This is an optimization exercise on Yosys and OpenROAD, whose aim is small area, a short achievable clock period and few clock cycles per item, not a production implementation.
At most, simulation tests tie the RTL to the original design; equivalence was not proved.

// kw_unwrap
module kw_unwrap (
    input  wire         clk,
    input  wire         rst,
    input  wire         req_valid,
    output wire         req_ready,
    input  wire         req_kek,
    input  wire         req_long,
    input  wire [319:0] req_data,
    output wire         resp_valid,
    input  wire         resp_ready,
    output wire [255:0] resp_key,
    output wire         resp_ok
);
For scale: ~11000 cells after synthesis, ~1800 flip-flops, about 590 I/O pins, about 110000 sq um of cells after synthesis.
make LEC_CHECK=0 CAP_MARGIN=40 CELL_PAD_IN_SITES_DETAIL_PLACEMENT=1 CELL_PAD_IN_SITES_GLOBAL_PLACEMENT=2 CORE_MARGIN=2 CORE_UTILIZATION=30 PLACE_DENSITY=0.5 SETUP_SLACK_MARGIN=5 SLEW_MARGIN=40 SYNTH_HIERARCHICAL=1 finish   # period 12.0 ns
run.sh (not shown) runs the stock make flow with config.mk's settings and CLKGATE_MAP_FILE= SYNTH_SCRIPT=/design/flow/synth_recipe.tcl, a recipe that flattens the netlist after the stock synthesis.
The baseline completed with no timing, DRC or antenna violations.
==> next run, changes <==
Settings changed: CAP_MARGIN 40 to 20, SETUP_SLACK_MARGIN 5 to not set, SLEW_MARGIN 40 to 20.
=>
- final area hardly moves
- sequential share of layout area stays flat
- worst setup slack is worse by 0.22 ns
No functional check of the RTL was part of any run of this note.


## juniper
Another version of the RTL of kw_unwrap (not shown whole).
For scale: roughly 9,900 cells after synthesis, roughly 99,000 um2 of cells after synthesis.
Settings: LEC_CHECK=0, CAP_MARGIN=40, CELL_PAD_IN_SITES_DETAIL_PLACEMENT=1, CELL_PAD_IN_SITES_GLOBAL_PLACEMENT=2, CORE_MARGIN=2, CORE_UTILIZATION=36, CTS_CLUSTER_DIAMETER=80, CTS_CLUSTER_SIZE=22, PLACE_DENSITY=0.56, SLEW_MARGIN=40, SYNTH_HIERARCHICAL=1; clock period 12.0 ns.
standard.sh (not shown) runs the stock make flow with config.mk's settings and CLKGATE_MAP_FILE= SYNTH_SCRIPT=/design/flow/synth_recipe.tcl, a recipe that flattens the netlist after the stock synthesis.
==> flow/flow/run.sh <==
#!/bin/bash
set -euo pipefail
MARGIN=${MARGIN:-8.1}
bash standard.sh SETUP_SLACK_MARGIN=$MARGIN "BUFFER_PORTS_ARGS=-buffer_cell sky130_fd_sc_hd__buf_2" finish > make_finish.log 2>&1
Testbench counts of juniper, summed over its fixed seeds: cycles 65,598, items 256.
Edits applied to the flow inputs when going from juniper to sierra:
Settings: GPL_ROUTABILITY_DRIVEN: unset -> 0.
==> flow/flow/run.sh <==
#!/bin/bash
set -euo pipefail
MARGIN=${MARGIN:-8}
bash standard.sh SETUP_SLACK_MARGIN=$MARGIN "BUFFER_PORTS_ARGS=-buffer_cell sky130_fd_sc_hd__buf_2" finish > make_finish.log 2>&1
Notes after the runs:
Per the comparison of sierra with juniper, post-detailed-route DRC marker count closely matched the old numbers, number of sequential cells closely matched the old numbers.
The maximum fanout encountered on the critical timing path reported for sierra is greater than that of juniper by 108.
Summary — count of TritonRoute iterations in the first routing pass, sierra relative to juniper: higher, by 1.
The final core utilization reported for sierra is smaller than that of juniper by 1.1 points.
As far as count of placed standard cells including taps is concerned, sierra and juniper perform about the same.
Delta (sierra minus juniper): final area saw a decrease; count of clock-buffer cells in the layout went down; wire length decreased by 1.7% relative to the old numbers.
Changes in maple relative to sierra:
Settings: a change of PLACE_DENSITY from 0.56 to 0.6; a deleted GPL_ROUTABILITY_DRIVEN that had been 0; a change of CORE_UTILIZATION from 36 to 40.
==> notes.md <==
- sierra reached the final stage; the timing, DRC and antenna checks on its layout passed.
- maple has completed all stages; timing, DRC and antenna checks passed.
- In the final reports, the cell area of maple is smaller than that of sierra.
- In the flow results for maple and sierra, the share of the core filled with cells is larger on maple.
- The lower global router's overall resource usage of maple and sierra is in sierra.
- Maximum frequency, maple and sierra, lower one = sierra.
- maple has largest stage delay on the critical path above what sierra had.
- When maple is set beside sierra, its time the worst path needs with I/O delays and setup turns out to be 0.045 ns smaller.
- Wire length in maple is 7.1 mm lower than in sierra
- maple vs. sierra: count of plain and timing-repair buffers in the layout increased by about 1.7% relative to the old numbers, number of filler cells placed in the layout fell by 3,116, die outline area fell 9.9%.
Here is what was changed in the inputs of garnet compared with maple.
Settings: PLACE_DENSITY: 0.6 -> 0.56; CORE_UTILIZATION: 40 -> 36.
--- outcome ---
Comparing overall via count from detail_route for maple and garnet, the smaller number came from garnet.
sky130_fd_sc_hd__xnor2_1 as the cell with the largest stage delay on the worst path was reported by maple, and sky130_fd_sc_hd__a21oi_1 by garnet.
First-pass GRT wire length | garnet above maple
maple → garnet: worst setup slack now smaller; area growth from synthesis to layout rose 0.82 points.
Data arrival time of the critical path: garnet > maple
Looking only at number of design-rule violations left by the first detailed-router iteration, and setting everything else aside, the lower value of maple and garnet goes to garnet.
Looking at post-route clock period utilization, garnet sits above maple.
On sequential share of layout area: garnet sits below maple.


== alpha ==
Another version of the RTL of kw_unwrap (not shown whole).
For scale: roughly 15000 cells after synthesis, roughly 3000 flip-flops, ~0.15 sq mm of cells after synthesis.
Settings: LEC_CHECK=0, CAP_MARGIN=40, CELL_PAD_IN_SITES_DETAIL_PLACEMENT=1, CELL_PAD_IN_SITES_GLOBAL_PLACEMENT=2, CORE_MARGIN=2, CORE_UTILIZATION=36, CTS_CLUSTER_DIAMETER=80, CTS_CLUSTER_SIZE=22, PLACE_DENSITY=0.56, SLEW_MARGIN=40, SYNTH_HIERARCHICAL=1; clock period 12.0 ns.
==> flow/flow/run.sh <==
#!/bin/bash
set -euo pipefail
MARGIN=${MARGIN:-7.8}
bash standard.sh SETUP_SLACK_MARGIN=$MARGIN "BUFFER_PORTS_ARGS=-buffer_cell sky130_fd_sc_hd__buf_2" finish > make_finish.log 2>&1
Testbench counts of alpha, summed over its fixed seeds: cycles 34,862, items 256.
Relative to alpha, the following input files were edited for beta:
- CELL_PAD_IN_SITES_GLOBAL_PLACEMENT now 1, was 2
- CORE_UTILIZATION now 40, was 36
- CELL_PAD_IN_SITES_DETAIL_PLACEMENT now 0, was 1
- PLACE_DENSITY now 0.6, was 0.56
### Flow results
- Re count of clock buffers in the final design: alpha and beta aren't equal, and the higher value belongs to alpha.
- On beta: setup slack after layout is 0.062 ns higher than what alpha gave.
- Against alpha as the reference, beta delivers a lower shortest clock period the worst path allows after layout.
- Comparing the two runs side by side, beta comes out ahead of alpha on area of all placed cells without fillers.
- Going from alpha to beta, non-clock buffer area fraction after layout moved down, total clock buffers created by CTS dropped 4.9%.
- On beta: number of search-and-repair iterations in the first detailed-routing pass is 1 higher than what alpha gave.
- Global-route usage, alpha and beta: larger value in alpha
Relative to beta, the following input files were edited for gamma:
- swapping 40 for 36 in CORE_UTILIZATION
- swapping 0.6 for 0.56 in PLACE_DENSITY
==> flow/flow/run.sh <==
#!/bin/bash
set -euo pipefail
MARGIN=${MARGIN:-8}
bash standard.sh SETUP_SLACK_MARGIN=$MARGIN "BUFFER_PORTS_ARGS=-buffer_cell sky130_fd_sc_hd__buf_2" finish > make_finish.log 2>&1
==> comparison <==
The run with more routed wire is gamma, not beta. met3 track demand over resource was higher in the run labelled beta. Re hold slack: gamma is 0.023 ns up on beta. Taking beta as the reference, in gamma sequential share of layout area now smaller, cell total after placement moved up.

[static timing again, ports no longer ideal]
In the flow no input, the clock included, has a driving cell. The finished layouts below were timed again as built, in two steps.
Step 1: set_driving_cell puts a clkbuf_16 on clk and a buf_2 on each other input, an assumption about the parent block.
Step 2 also shifts input and output timing later by t, the mid clock arrival at the registers, as if the neighbouring blocks saw the same clock.
Three values: no drivers, after step 1, after step 2; two values: the first two.
run	shift t [ns]	slack for setup (ns)	worst register clock-pin slew, ns
the first run of note 1	1.039	5.378 / 5.378 / 5.329	0.07 / 0.07
the second run of note 1	1.042	5.154 / 5.154 / 5.154	0.07 / 0.07
juniper	0.966	8.006 / 7.905 / 7.343	0.10 / 0.10
sierra	0.927	7.904 / 7.904 / 7.325	0.10 / 0.10
maple	0.925	7.949 / 7.906 / 7.296	0.10 / 0.10
garnet	0.957	7.907 / 7.907 / 7.288	0.10 / 0.10
alpha	1.110	7.709 / 7.709 / 6.862	0.11 / 0.11
beta	1.061	7.771 / 7.657 / 6.873	0.10 / 0.10
gamma	1.071	7.792 / 7.669 / 7.151	0.11 / 0.11
After both steps every run listed still meets setup and hold. The setup slack of beta, which loses most, moves by -0.114 ns with the drivers and by -0.898 ns with both steps.
